Context: an optimization exercise on an open-source flow, tuned for small area, a short achievable clock period and few clock cycles per item. The choices shown serve that exercise and are no tape-out recipe. Only simulation tests tie the RTL to the original design; equivalence was not proved.

**design/flow/run.sh**
```bash
#!/bin/bash
# synth_recipe.tcl (not shown) runs the flow's synth.tcl, then flattens the netlist and writes it again
# the make line also repeats each setting of config.mk as NAME=value (left out here)
make -C /OpenROAD-flow-scripts/flow DESIGN_CONFIG=/design/flow/config.mk WORK_HOME=/design/flow/orfs CLKGATE_MAP_FILE= SYNTH_SCRIPT=/design/flow/synth_recipe.tcl finish
```
**design/flow/config.mk**
```make
export PLATFORM = sky130hd
export DESIGN_NAME = spread_hash
export DESIGN_NICKNAME = spread_hash
export VERILOG_FILES = /design/flow/design.v
export SDC_FILE = /design/flow/constraint.sdc
export NUM_CORES = 4
export LEC_CHECK = 0
export ABC_CLOCK_PERIOD_IN_PS = 4000
export CAP_MARGIN = 30
export CORE_MARGIN = 2
export CORE_UTILIZATION = 32
export PLACE_DENSITY = 0.48
export SETUP_SLACK_MARGIN = 5
export SLEW_MARGIN = 30
```
**design/flow/constraint.sdc**
```tcl
create_clock -name core_clock -period 16.0 [get_ports {clk}]
set_input_delay 3.2000 -clock core_clock [delete_from_list [all_inputs] [get_ports {clk}]]
set_output_delay 3.2000 -clock core_clock [all_outputs]
set_load 0.01 [all_outputs]
```
**design/flow/design.v**
```verilog
module spread_hash (
    input  wire         clk,
    input  wire         rst,           
    input  wire         start,
    output wire         ready,
    input  wire         cfg_alg,       
    input  wire [8:0]   cfg_fields,    
    input  wire [31:0]  cfg_seed,      
    input  wire [415:0] cfg_key,       
    input  wire         tunnel,        
    input  wire         o_l3,          
    input  wire         o_v6,          
    input  wire [127:0] o_src,         
    input  wire [127:0] o_dst,
    input  wire [7:0]   o_proto,
    input  wire [19:0]  o_flow,        
    input  wire         o_l4,          
    input  wire [15:0]  o_sport,
    input  wire [15:0]  o_dport,
    input  wire         i_l3,
    input  wire         i_v6,
    input  wire [127:0] i_src,
    input  wire [127:0] i_dst,
    input  wire [7:0]   i_proto,
    input  wire [19:0]  i_flow,
    input  wire         i_l4,
    input  wire [15:0]  i_sport,
    input  wire [15:0]  i_dport,
    input  wire         tk_valid,
    input  wire [23:0]  tk,
    output reg          done,
    output reg  [31:0]  hash
);
    localparam KW = 375;                          
    localparam [255:0] CTL_ROM_T0 = 256'hfffffffe777f7fff00000001ffffffff00000001ffffffffffffffffffffffff;
    localparam [255:0] CTL_ROM_T1 = 256'h777f7fff00000001ffffffff00000001ffffffffffffffffffffffff;
    localparam [255:0] CTL_ROM_T2 = 256'h188808000fffffffe00000000fffffffe000000000000000000000000;
    localparam [255:0] CTL_ROM_T3 = 256'hfffffffe00000000000000000000000000000000000000000000000000000000;
    localparam [255:0] CTL_ROM_T4 = 256'h9999666699996666999966669999666699996666999966669999666699996666;
    localparam [255:0] CTL_ROM_T5 = 256'h1ee187781ee187781ee187781ee187781ee187781ee187781ee187781ee18778;
    localparam [255:0] CTL_ROM_T6 = 256'h89979116899791168997911676686ee98997911676686ee98997911689979116;
    localparam [255:0] CTL_ROM_T7 = 256'h777f7ffe88808001777f7ffe01171117777f7ffe01171117777f7ffe777f7ffe;
    localparam [255:0] CTL_ROM_T8 = 256'h111000601110006;
    localparam [255:0] CTL_ROM_T9 = 256'h110011601100116;
    localparam [255:0] CTL_ROM_T10 = 256'h100000001;
    function [10:0] ctl_rom(input [7:0] f);
        ctl_rom = {CTL_ROM_T10[f], CTL_ROM_T9[f], CTL_ROM_T8[f], CTL_ROM_T7[f], CTL_ROM_T6[f], CTL_ROM_T5[f], CTL_ROM_T4[f], CTL_ROM_T3[f], CTL_ROM_T2[f], CTL_ROM_T1[f], CTL_ROM_T0[f]};
    endfunction
    localparam [15:0] TAIL_ROM_T0 = 16'h55aa;
    localparam [15:0] TAIL_ROM_T1 = 16'h3c96;
    localparam [15:0] TAIL_ROM_T2 = 16'h6ae8;
    localparam [15:0] TAIL_ROM_T3 = 16'h8000;
    localparam [15:0] TAIL_ROM_T4 = 16'hff00;
    localparam [15:0] TAIL_ROM_T5 = 16'h3c3c;
    localparam [15:0] TAIL_ROM_T6 = 16'hc0c0;
    function [6:0] tail_rom(input [3:0] f);
        tail_rom = {TAIL_ROM_T6[f], TAIL_ROM_T5[f], TAIL_ROM_T4[f], TAIL_ROM_T3[f], TAIL_ROM_T2[f], TAIL_ROM_T1[f], TAIL_ROM_T0[f]};
    endfunction
    localparam [7:0] AT_ROM_T0 = 8'hab;
    localparam [7:0] AT_ROM_T1 = 8'h14;
    localparam [7:0] AT_ROM_T2 = 8'h40;
    localparam [7:0] AT_ROM_T3 = 8'hd7;
    localparam [7:0] AT_ROM_T4 = 8'ha8;
    localparam [7:0] AT_ROM_T5 = 8'h28;
    localparam [7:0] AT_ROM_T6 = 8'h80;
    function [6:0] at_rom(input [2:0] f);
        at_rom = {AT_ROM_T6[f], AT_ROM_T5[f], AT_ROM_T4[f], AT_ROM_T3[f], AT_ROM_T2[f], AT_ROM_T1[f], AT_ROM_T0[f]};
    endfunction
    wire use_inner = cfg_fields[7] & tunnel;
    wire         in_l3 = use_inner ? i_l3 : o_l3;
    wire         in_v6 = use_inner ? i_v6 : o_v6;
    wire         in_l4 = (use_inner ? i_l4 : o_l4) & in_l3;
    wire in_ps = cfg_fields[0] & in_l3;
    wire in_pd = cfg_fields[1] & in_l3;
    wire in_pp = cfg_fields[2] & in_l3;
    wire in_p1 = cfg_fields[3] & in_l4;
    wire in_p2 = cfg_fields[4] & in_l4;
    wire in_pf = cfg_fields[5] & in_l3 & in_v6;
    wire in_pt = cfg_fields[6] & tk_valid;
    function [1:0] cmp16(input [15:0] a, input [15:0] b);
        reg [15:0] g, e;
        integer lv, n;
        begin
            g = a & ~b;
            e = ~(a ^ b);
            for (lv = 8; lv >= 1; lv = lv / 2)
                for (n = 0; n < lv; n = n + 1) begin
                    g[n] = g[2*n+1] | (e[2*n+1] & g[2*n]);
                    e[n] = e[2*n+1] & e[2*n];
                end
            cmp16 = {g[0], e[0]};
        end
    endfunction
    function [17:0] grp(input [127:0] s, input [127:0] d, input [15:0] sp, input [15:0] dp);
        integer m;
        begin
            for (m = 0; m < 8; m = m + 1)
                grp[2*(m+1) +: 2] = cmp16(s[16*m +: 16], d[16*m +: 16]);
            grp[1:0] = cmp16(sp, dp);
        end
    endfunction
    wire [17:0] in_cg = use_inner ? grp(i_src, i_dst, i_sport, i_dport)
                                  : grp(o_src, o_dst, o_sport, o_dport);
    function [7:0] flags_of(input [6:0] f, input l3, input v6, input l4, input tkv);
        flags_of = {f[0] & l3, f[1] & l3, v6, f[2] & l3, f[3] & l3 & l4,
                    f[4] & l3 & l4, f[5] & l3 & v6, f[6] & tkv};
    endfunction
    wire [10:0] cv_o = ctl_rom(flags_of(cfg_fields[6:0], o_l3, o_v6, o_l4, tk_valid));
    wire [10:0] cv_i = ctl_rom(flags_of(cfg_fields[6:0], i_l3, i_v6, i_l4, tk_valid));
    wire in_one = use_inner ? (cv_i[3:2] == 2'd0) : (cv_o[3:2] == 2'd0);
    reg [415:0] key_stream;
    integer j;
    always @(*) begin
        for (j = 0; j < 52; j = j + 1)
            key_stream[415 - 8*j -: 8] = cfg_key[8*j +: 8];
    end
    reg         alg, v6, l4, sym;
    reg [17:0]  cg;                
    reg         ps, pd, pp, p1, p2, pf, pt;
    reg [127:0] src, dst;
    reg [15:0]  sport, dport;
    reg [7:0]   proto;
    reg [19:0]  flow;
    reg [23:0]  tkey;
    reg [31:0]  seed;
    reg [KW-1:0] ks;               
    reg        busy;
    reg [1:0]  cnt;                
    reg        ready_r;
    assign ready = ready_r;
    wire accept  = start & ready_r & ~rst;
    wire [10:0] cv = ctl_rom({ps, pd, v6, pp, p1, p2, pf, pt});
    wire       empty  = cv[10];
    wire [1:0] short  = cv[9:8];
    wire [3:0] zpad   = cv[7:4];
    wire [1:0] last   = cv[3:2];
    wire [1:0] lastm1 = cv[1:0];
    wire fin     = busy & (cnt == last);
    wire first   = (cnt == 2'd0);
    function [1:0] merge2(input [1:0] hi, input [1:0] lo);
        merge2 = {hi[1] | (hi[0] & lo[1]), hi[0] & lo[0]};
    endfunction
    wire [1:0] a76 = merge2(cg[17:16], cg[15:14]);
    wire [1:0] a54 = merge2(cg[13:12], cg[11:10]);
    wire [1:0] a32 = merge2(cg[9:8], cg[7:6]);
    wire [1:0] a10 = merge2(cg[5:4], cg[3:2]);
    wire [1:0] a72 = merge2(a76, merge2(a54, a32));
    wire lo_gt = a10[1] | (a10[0] & l4 & cg[1]);
    wire swap = sym & (v6 ? (a72[1] | (a72[0] & lo_gt)) : lo_gt);
    wire [1:0] o_p1 = {1'b0, pp};
    wire [1:0] o_p2 = {p1, pp};
    wire [6:0] tr   = tail_rom({pp, p1, p2, pf});
    wire [2:0] o_fl = tr[6:4];
    wire [3:0] o_tk = tr[3:0];
    wire [23:0] flow_b = {4'd0, flow};
    reg [7:0] tb [0:10];
    reg s1h, s1l, s2h, s2l;
    integer t;
    always @(*) begin
        for (t = 0; t < 11; t = t + 1) begin
            s1h = p1 && t < 4 && o_p1 == t;
            s1l = p1 && t >= 1 && t < 5 && o_p1 == t - 1;
            s2h = p2 && t < 4 && o_p2 == t;
            s2l = p2 && t >= 1 && t < 5 && o_p2 == t - 1;
            tb[t] = 8'd0;
            if (pp && t == 0)                          tb[t] = tb[t] | proto;
            if ((s1h && !swap) || (s2h && swap))       tb[t] = tb[t] | sport[15:8];
            if ((s1l && !swap) || (s2l && swap))       tb[t] = tb[t] | sport[7:0];
            if ((s1h && swap) || (s2h && !swap))       tb[t] = tb[t] | dport[15:8];
            if ((s1l && swap) || (s2l && !swap))       tb[t] = tb[t] | dport[7:0];
            if (pf && t < 8 && o_fl == t)                 tb[t] = tb[t] | flow_b[23:16];
            if (pf && t >= 1 && t < 9 && o_fl == t - 1)   tb[t] = tb[t] | flow_b[15:8];
            if (pf && t >= 2 && t < 10 && o_fl == t - 2)  tb[t] = tb[t] | flow_b[7:0];
            if (pt && o_tk == t)                          tb[t] = tb[t] | tkey[23:16];
            if (pt && t >= 1 && o_tk == t - 1)            tb[t] = tb[t] | tkey[15:8];
            if (pt && t >= 2 && o_tk == t - 2)            tb[t] = tb[t] | tkey[7:0];
        end
    end
    wire [6:0] ar  = at_rom({ps, pd, v6});
    wire [1:0] tc  = ar[6:5];
    wire [1:0] tc1 = ar[4:3];
    wire [2:0] th  = ar[2:0];       
    wire rs0 = v6 & ps & (cnt == 2'd0);
    wire rd0 = v6 & pd & (cnt == (ps ? 2'd1 : 2'd0));
    wire a4  = ~v6 & first;
    reg [127:0] cur;               
    reg [7:0]  by;
    reg        rs4, rd4;
    integer l;
    always @(*) begin
        for (l = 0; l < 16; l = l + 1) begin
            rs4 = a4 & ps & (l < 4);
            rd4 = a4 & pd & (ps ? (l >= 4 && l < 8) : (l < 4));
            by = 8'd0;
            if ((rs0 & ~swap) | (rd0 & swap)) by = by | src[127 - 8*l -: 8];
            if ((rd0 & ~swap) | (rs0 & swap)) by = by | dst[127 - 8*l -: 8];
            if ((rs4 & ~swap) | (rd4 & swap)) by = by | src[31 - 8*(l%4) -: 8];
            if ((rd4 & ~swap) | (rs4 & swap)) by = by | dst[31 - 8*(l%4) -: 8];
            if (cnt == tc) begin
                if (th[0] && l < 11)            by = by | tb[l];
                if (th[1] && l >= 4 && l < 15)  by = by | tb[l-4];
                if (th[2] && l >= 8)            by = by | tb[l-8];
            end
            if (th[2] && l < 3 && cnt == tc1)   by = by | tb[l+8];
            cur[127 - 8*l -: 8] = by;
        end
    end
    wire [127:0] curc = cur ^ ((alg & first) ?
                        {seed[7:0], seed[15:8], seed[23:16], seed[31:24], 96'd0} : 128'd0);
    reg [127:0] d1;                
    reg [127:0] d2;                
    reg [158:0] w1;                
    reg        e_fin, e_first, e_alg, e_empty;
    reg [3:0]  e_z;                
    reg [1:0]  e_short;            
    reg [31:0] tacc;               
    function [7:0] hk8(input [14:0] v, input [7:0] x);
        integer a, c;
        begin
            for (a = 0; a < 8; a = a + 1) begin
                hk8[a] = 1'b0;
                for (c = 0; c < 8; c = c + 1)
                    hk8[a] = hk8[a] ^ (x[c] & v[a + c]);
            end
        end
    endfunction
    function [15:0] hk16(input [30:0] v, input [15:0] x);
        reg [7:0] p, q0, q1;
        begin
            p  = hk8(v[22:8], x[7:0] ^ x[15:8]);
            q0 = hk8(v[14:0] ^ v[22:8], x[7:0]);
            q1 = hk8(v[30:16] ^ v[22:8], x[15:8]);
            hk16 = {p ^ q1, p ^ q0};
        end
    endfunction
    function [31:0] hk32(input [62:0] v, input [31:0] x);
        reg [15:0] p, q0, q1;
        begin
            p  = hk16(v[46:16], x[15:0] ^ x[31:16]);
            q0 = hk16(v[30:0] ^ v[46:16], x[15:0]);
            q1 = hk16(v[62:32] ^ v[46:16], x[31:16]);
            hk32 = {p ^ q1, p ^ q0};
        end
    endfunction
    wire [31:0] t_sum  = hk32(w1[62:0], d1[31:0]) ^ hk32(w1[94:32], d1[63:32])
                       ^ hk32(w1[126:64], d1[95:64]) ^ hk32(w1[158:96], d1[127:96]);
    wire [31:0] t_next = (e_first ? 32'd0 : tacc) ^ t_sum;
    wire [255:0] pair = {(e_first ? 128'd0 : d2), d1};
    wire [255:0] sh1 = e_z[0] ? {8'd0,  pair[255:8]}  : pair;
    wire [255:0] sh2 = e_z[1] ? {16'd0, sh1[255:16]}  : sh1;
    wire [255:0] sh4 = e_z[2] ? {32'd0, sh2[255:32]}  : sh2;
    wire [255:0] sh8 = e_z[3] ? {64'd0, sh4[255:64]}  : sh4;
    reg [127:0] cchunk;
    reg        g_fin, g_first, g_alg, g_empty;
    reg [1:0]  g_short;
    wire [31:0] y_d;
    reg [31:0] y;
    reg        f_fin, f_first, f_alg, f_empty;
    reg [1:0]  f_short;
    reg [23:0] f_seed;             
    reg [31:0] t_hold;             
    reg [31:0] cacc;               
    wire [127:0] sv = f_first ? 128'd0 :
                      {cacc[7:0], cacc[15:8], cacc[23:16], cacc[31:24], 96'd0};
    wire [31:0] y_s;
    assign y_d[0] = ^(cchunk & 128'h1ECD5419185327DE252C6F38F6CA911F);
    assign y_d[1] = ^(cchunk & 128'h3D9AA93230A64EBC4B58DE70EC95233F);
    assign y_d[2] = ^(cchunk & 128'h7B345365604C9D7897B0BCE1D82B477E);
    assign y_d[3] = ^(cchunk & 128'hF768A6CAC0983AF12E6179C3B1578EFC);
    assign y_d[4] = ^(cchunk & 128'hF11C188C9962523C78EE9DBE95658DE6);
    assign y_d[5] = ^(cchunk & 128'hFDF464012B9683A6D5F05445DD018BD2);
    assign y_d[6] = ^(cchunk & 128'hE5249D1B4E7F20938ECDC6B24CC987BA);
    assign y_d[7] = ^(cchunk & 128'hD5846E2E84AD67F838B7E25D6F589E6A);
    assign y_d[8] = ^(cchunk & 128'hAB09DD5C085BCFF0716EC5BBDEB03CD5);
    assign y_d[9] = ^(cchunk & 128'h48DEEEA008E5B93FC6F0E54F4BABE8B5);
    assign y_d[10] = ^(cchunk & 128'h8F718958099954A1A9CDA4A7609C4074);
    assign y_d[11] = ^(cchunk & 128'h1FE312B11232A942539B494FC13881E8);
    assign y_d[12] = ^(cchunk & 128'h200B717B3D37755B831AFCA674BB93CE);
    assign y_d[13] = ^(cchunk & 128'h5EDBB6EF623DCD68231997751FBCB682);
    assign y_d[14] = ^(cchunk & 128'hA27B39C6DD29BD0F631E41D3C8B2FC1A);
    assign y_d[15] = ^(cchunk & 128'h44F7728CBB537A1FC63C82A69165F935);
    assign y_d[16] = ^(cchunk & 128'h88EEE51877A7F43E8C79044D23CBF26B);
    assign y_d[17] = ^(cchunk & 128'h10DDCB31EE4EE97D18F3089A4696E5D7);
    assign y_d[18] = ^(cchunk & 128'h3F77C37AC4CEF52515CA7E0C7BE65AB0);
    assign y_d[19] = ^(cchunk & 128'h6123D2EC90CECC950FB892200006247F);
    assign y_d[20] = ^(cchunk & 128'hC246A4D9219D992B1F702541000C48FE);
    assign y_d[21] = ^(cchunk & 128'h9A401CAA5B6914891BCC25BAF6D201E3);
    assign y_d[22] = ^(cchunk & 128'h2A4C6C4DAF810FCC12B4244C1B6F92D9);
    assign y_d[23] = ^(cchunk & 128'h4A558C8346503846004426A0C014B5AC);
    assign y_d[24] = ^(cchunk & 128'h8A674C1E95F3575225A4237877E3FB46);
    assign y_d[25] = ^(cchunk & 128'h15CF983C2AE7AFA44A4847F0EEC6F78D);
    assign y_d[26] = ^(cchunk & 128'h345365604C9D7897B0BCE1D82B477E04);
    assign y_d[27] = ^(cchunk & 128'h68A6CAC0983AF12E6179C3B1578EFC08);
    assign y_d[28] = ^(cchunk & 128'hD14C95813175E25DC2F28663AF1CF911);
    assign y_d[29] = ^(cchunk & 128'hA3992A0363EAC4BB84E50DC75E39F223);
    assign y_d[30] = ^(cchunk & 128'h47335506C6D4897709CB1B8EBD72E447);
    assign y_d[31] = ^(cchunk & 128'h8F66AA0C8CA913EF1296371C7BE5C88F);
    assign y_s[0] = ^(sv & 128'h1ECD5419000000000000000000000000);
    assign y_s[1] = ^(sv & 128'h3D9AA932000000000000000000000000);
    assign y_s[2] = ^(sv & 128'h7B345365000000000000000000000000);
    assign y_s[3] = ^(sv & 128'hF768A6CA000000000000000000000000);
    assign y_s[4] = ^(sv & 128'hF11C188C000000000000000000000000);
    assign y_s[5] = ^(sv & 128'hFDF46401000000000000000000000000);
    assign y_s[6] = ^(sv & 128'hE5249D1B000000000000000000000000);
    assign y_s[7] = ^(sv & 128'hD5846E2E000000000000000000000000);
    assign y_s[8] = ^(sv & 128'hAB09DD5C000000000000000000000000);
    assign y_s[9] = ^(sv & 128'h48DEEEA0000000000000000000000000);
    assign y_s[10] = ^(sv & 128'h8F718958000000000000000000000000);
    assign y_s[11] = ^(sv & 128'h1FE312B1000000000000000000000000);
    assign y_s[12] = ^(sv & 128'h200B717B000000000000000000000000);
    assign y_s[13] = ^(sv & 128'h5EDBB6EF000000000000000000000000);
    assign y_s[14] = ^(sv & 128'hA27B39C6000000000000000000000000);
    assign y_s[15] = ^(sv & 128'h44F7728C000000000000000000000000);
    assign y_s[16] = ^(sv & 128'h88EEE518000000000000000000000000);
    assign y_s[17] = ^(sv & 128'h10DDCB31000000000000000000000000);
    assign y_s[18] = ^(sv & 128'h3F77C37A000000000000000000000000);
    assign y_s[19] = ^(sv & 128'h6123D2EC000000000000000000000000);
    assign y_s[20] = ^(sv & 128'hC246A4D9000000000000000000000000);
    assign y_s[21] = ^(sv & 128'h9A401CAA000000000000000000000000);
    assign y_s[22] = ^(sv & 128'h2A4C6C4D000000000000000000000000);
    assign y_s[23] = ^(sv & 128'h4A558C83000000000000000000000000);
    assign y_s[24] = ^(sv & 128'h8A674C1E000000000000000000000000);
    assign y_s[25] = ^(sv & 128'h15CF983C000000000000000000000000);
    assign y_s[26] = ^(sv & 128'h34536560000000000000000000000000);
    assign y_s[27] = ^(sv & 128'h68A6CAC0000000000000000000000000);
    assign y_s[28] = ^(sv & 128'hD14C9581000000000000000000000000);
    assign y_s[29] = ^(sv & 128'hA3992A03000000000000000000000000);
    assign y_s[30] = ^(sv & 128'h47335506000000000000000000000000);
    assign y_s[31] = ^(sv & 128'h8F66AA0C000000000000000000000000);
    wire [31:0] c_next = y ^ y_s;
    wire [31:0] c_short = (f_short == 2'd1) ? {8'd0,  f_seed[7:0], f_seed[15:8], f_seed[23:16]} :
                          (f_short == 2'd2) ? {16'd0, f_seed[7:0], f_seed[15:8]} :
                          (f_short == 2'd3) ? {24'd0, f_seed[7:0]} : 32'd0;
    wire [31:0] c_fin = ~(c_next ^ c_short);
    always @(posedge clk) begin
        if (rst) begin
            busy    <= 1'b0;
            ready_r <= 1'b1;
            e_fin   <= 1'b0;
            g_fin   <= 1'b0;
            f_fin   <= 1'b0;
            done    <= 1'b0;
        end else begin
            e_fin <= fin;
            g_fin <= e_fin;
            f_fin <= g_fin;
            done  <= f_fin;
            if (accept) begin
                busy    <= 1'b1;
                ready_r <= in_one;
            end else if (fin) begin
                busy    <= 1'b0;
                ready_r <= 1'b1;
            end else if (busy) begin
                ready_r <= (cnt == lastm1);
            end
        end
    end
    always @(posedge clk) begin
        hash    <= f_empty ? 32'd0 : (f_alg ? c_fin : t_hold);
        tacc    <= t_next;
        t_hold  <= tacc;
        cchunk  <= sh8[127:0];
        y       <= y_d;
        cacc    <= c_next;
        g_first <= e_first;
        g_alg   <= e_alg;
        g_empty <= e_empty;
        g_short <= e_short;
        f_first <= g_first;
        f_alg   <= g_alg;
        f_empty <= g_empty;
        f_short <= g_short;
        f_seed  <= d2[119:96];
        d1      <= curc;
        d2      <= d1;
        w1      <= ks[KW-1 -: 159];
        e_first <= first;
        e_alg   <= alg;
        e_empty <= empty;
        e_z     <= zpad;
        e_short <= short;
        if (ready_r) begin
            cnt <= 2'd0;
            ks  <= key_stream[415 -: KW];
        end else begin
            cnt <= cnt + 2'd1;
            ks  <= {ks[KW-129:0], 128'd0};
        end
    end
    always @(posedge clk) begin
        if (ready_r) begin
            alg   <= cfg_alg;
            v6    <= in_v6;
            l4    <= in_l4;
            sym   <= cfg_fields[8] & in_l3;
            cg    <= in_cg;
            ps    <= in_ps;
            pd    <= in_pd;
            pp    <= in_pp;
            p1    <= in_p1;
            p2    <= in_p2;
            pf    <= in_pf;
            pt    <= in_pt;
            src   <= use_inner ? i_src   : o_src;
            dst   <= use_inner ? i_dst   : o_dst;
            sport <= use_inner ? i_sport : o_sport;
            dport <= use_inner ? i_dport : o_dport;
            proto <= use_inner ? i_proto : o_proto;
            flow  <= use_inner ? i_flow  : o_flow;
            tkey  <= tk;
            seed  <= cfg_seed;
        end
    end
endmodule
```
==> run summary <==
-- flip-flops by register name, indices dropped and copies added (netlist names), 4 cells and up --
signal,flops
d1,128
w1,159
flow,20
d2,120
src,128
dport,16
ks,375
hash,32
f_seed,24
t_hold,32
dst,128
tkey,24
tacc,32
y,32
cacc,32
e_z,4
sport,16
proto,8
cg,17
seed,32
cchunk,128
-- final cells by class --
type                    instances  area [sq um]
diodes                         96           240
well taps                    4751          5940
clock buffers                 231          4900
inverters                     332          1250
repair buffers               1687         15500
flip-flops and latches       1521         34500
clock inverters                84          1170
fillers                     36800        216000
multi-input cells           10800         77000
-- worst max path at each step --
stage                       start         to  slack, ns
CTS                 cfg_fields[7]   dport[5]      10.43
finish              cfg_fields[7]   dport[5]      10.31
global placement    cfg_fields[7]   dport[5]       9.53
detailed placement  cfg_fields[7]    dst[29]       9.50
global route        cfg_fields[7]  dport[12]      10.32
floorplan                 ready_r      ready       7.82
-- routing by layer --
metal | GRT usage | part of all wire | wire, microns
met4 | 0.248 | 0.077 | 54000
met1 | 0.465 | 0.39 | 275000
met2 | 0.550 | 0.42 | 295000
met5 | 0.00396 | 0.00056 | 390
met3 | 0.114 | 0.11 | 77600
-- cell usage in the layout, fill, tap and decap left out, types with 111 or more instances in the layout --
cell type / Yosys / final
clkdlybuf4s50_1: 0 / 1117
xnor2_2: 92 / 157
nand2_1: 2350 / 2349
a22oi_1: 128 / 128
ha_1: 298 / 298
o21ai_0: 376 / 373
xnor2_1: 3258 / 3178
xor2_1: 819 / 804
inv_1: 328 / 327
a21oi_1: 273 / 272
buf_4: 1 / 554
nor2_1: 1275 / 1267
edfxtp_1: 400 / 400
mux2i_1: 271 / 269
dfxtp_1: 1121 / 1106
a222oi_1: 111 / 111
and2_1: 155 / 154
clkbuf_16: 0 / 183
mux2_2: 338 / 338
-- metrics by stage --
stage / util / hold WS, ns / setup slack (ns) / cell area [sq um]
2_1_floorplan: - / 0.310 / 7.82 / 115000
3_3_place_gp: 0.374 / 0.311 / 9.53 / 133000
3_5_place_dp: 0.376 / 0.312 / 9.50 / 134000
4_1_cts: 0.393 / 0.283 / 10.43 / 140000
5_1_grt: 0.394 / 0.306 / 10.32 / 140000
6_report: 0.394 / 0.299 / 10.31 / 140000
-- kinds of logic (layout without fill, tap and decap cells) --
| family | count (synthesis) | after routing | synth area share |
|---|---|---|---|
| flip-flops | 1521 | 1521 | 0.301 |
| other | 0 | 96 | 0 |
| AND/OR/NAND/NOR | 4116 | 4116 | 0.146 |
| AO/OA/AOI/OAI | 1481 | 1481 | 0.0881 |
| multiplexers | 631 | 631 | 0.0612 |
| buffers and inverters | 1102 | 2334 | 0.0368 |
| XOR/XNOR | 4227 | 4227 | 0.335 |
| adder cells (fa/ha/maj) | 299 | 299 | 0.0326 |
==> results.sh <==
export IMPL_cp_num_buf_inv=4
export IMPL_clkLatencyLatePin_ns=0.93
export IMPL_fp_dieArea_sq_um=363000
export IMPL_firstDrtPassIters=11
export IMPL_drive_above_1_share=0.102
export IMPL_slew_violations=0
export IMPL_core_area_sq_um=356000
export IMPL_cts_made_buffers=179
export IMPL_ys_flop_type="dfxtp_1"
export IMPL_cts_resized=0
export IMPL_cts_sinks=1521
export IMPL_netlist_instances=13400
export IMPL_cts_clk_slew_worst_paths_ns=0.06
export IMPL_grt_pass1_vias=99600
export IMPL_globalRouteTotalUtil=0.372
export IMPL_period_share=0.355
export IMPL_yosysTopAreaCell="xnor2_1"
export IMPL_drt_iter0_markers=15600
export IMPL_cp_depth=6
export IMPL_hold_depth=0
export IMPL_cp_max_fo=72
export IMPL_start_util=0.322
export IMPL_critPathCaptureType="flop"
export IMPL_fmax_ghz=0.176
export IMPL_crit_slowest_cell="buf_4"
export IMPL_area_growth_pct=22.6
export IMPL_path_cells="clkdlybuf4s50_1 > and2_4 > buf_4 > buf_4 > buf_4 > o21ai_0"
export IMPL_hold_buffers=0
export IMPL_die_y_microns=602
export IMPL_synth_async_reset_ratio=0
export IMPL_rrSetupSlack_ns=10.58
export IMPL_fin_cells=19500
export IMPL_outcome="no timing/DRC/antenna violations"
export IMPL_clock_path_buffers=4
export IMPL_hold_class="reg -> reg"
export IMPL_vias_per_cell=5.44
export IMPL_cp_start_kind="input port"
export IMPL_grt_overflow=0
export IMPL_place_gp_congestion=1.05
export IMPL_fin_crit_ns=5.69
export IMPL_synth_area_leaders="xnor2_1, dfxtp_1, edfxtp_1"
export IMPL_path_class="in -> reg"
export IMPL_h_tree_depth=4
export IMPL_cp_common_cell="buf_4"
export IMPL_fin_tns_setup_ns=0
export IMPL_final_nets=15900
export IMPL_hold_violations=0
export IMPL_dp_cells=19000
export IMPL_drc=0
export IMPL_drt_total_wl_microns=702000
export IMPL_ys_warn_count=2
export IMPL_ys_ff_latch=1521
export IMPL_worstMarginPinSlew_ns=1.23
export IMPL_maxSlewHeadroom=0.176
export IMPL_antenna_left=0
export IMPL_io_buffers=1117
export IMPL_num_vias=106000
export IMPL_synth_edf_count=400
export IMPL_cts_tree="yes"
export IMPL_max_stage_delay_ns=0.67
export IMPL_antenna_found_initial=146
export IMPL_synthesis_area_sq_um=115000
export IMPL_post_cts_setup_buffer_count=0
export IMPL_fin_skew_ns=0.0744
export IMPL_r2r_end="d1[101]"
export IMPL_ys_seq_area_frac=0.301
export IMPL_reg2reg_depth=12
export IMPL_grt_pass1_wl_microns=916000
export IMPL_finalSetupViolations=0
export IMPL_drv_cap=0
export IMPL_hold_path_end="w1[97]"
export IMPL_grt_max_degree=123
export IMPL_cp_arrival_ns=6.26
export IMPL_synth_common_cells="xnor2_1, nand2_1, nor2_1"
export IMPL_syn_nets=14800
export IMPL_min_from="ks[313]"
export IMPL_synth_top_area_frac=0.249
export IMPL_synth_distinct_cells=72
export IMPL_crit_family="buffers and inverters"
export IMPL_io_pins=1159
export IMPL_clockRootBuffer="clkbuf_16"
export IMPL_die_w_microns=602
export IMPL_wl_per_cell_microns=36.1
export IMPL_row_count=219
export IMPL_rsz0062_at_grt="no"
export IMPL_synth_most_common_cell="xnor2_1"
export IMPL_syn_area_per_cell_sq_um=8.57
export IMPL_r2r_start="cg[12]"
export IMPL_required_ns=16.57
export IMPL_hpwl_microns=550000
Testbench counts, summed over its fixed seeds: cycles 5,537, items 3,200.

[static timing again, ports no longer ideal]
The results above use ideal ports. As a check the final layout listed here was re-extracted and re-timed, cells and wires unchanged.
Step 1 (the two cells are an assumption about what drives the block):
set clk [get_ports {clk}]
set_driving_cell -lib_cell sky130_fd_sc_hd__clkbuf_16 $clk
set_driving_cell -lib_cell sky130_fd_sc_hd__buf_2 [delete_from_list [all_inputs] $clk]
Step 2 also shifts input and output timing later by t, the mid clock arrival at the registers, as if the neighbouring blocks saw the same clock.
Slacks: ideal / step 1 / step 2; pairs: ideal / step 1.
shift t [ns]: 1.016
slack for setup (ns): 10.313 / 10.402 / 9.402
worst setup path after step 2: input to register
clock arrival spread, ns: 0.078 / 0.078
After both steps setup and hold are still met in this run. The setup slack of this run moves by +0.089 ns with the drivers and by -0.911 ns with both steps.
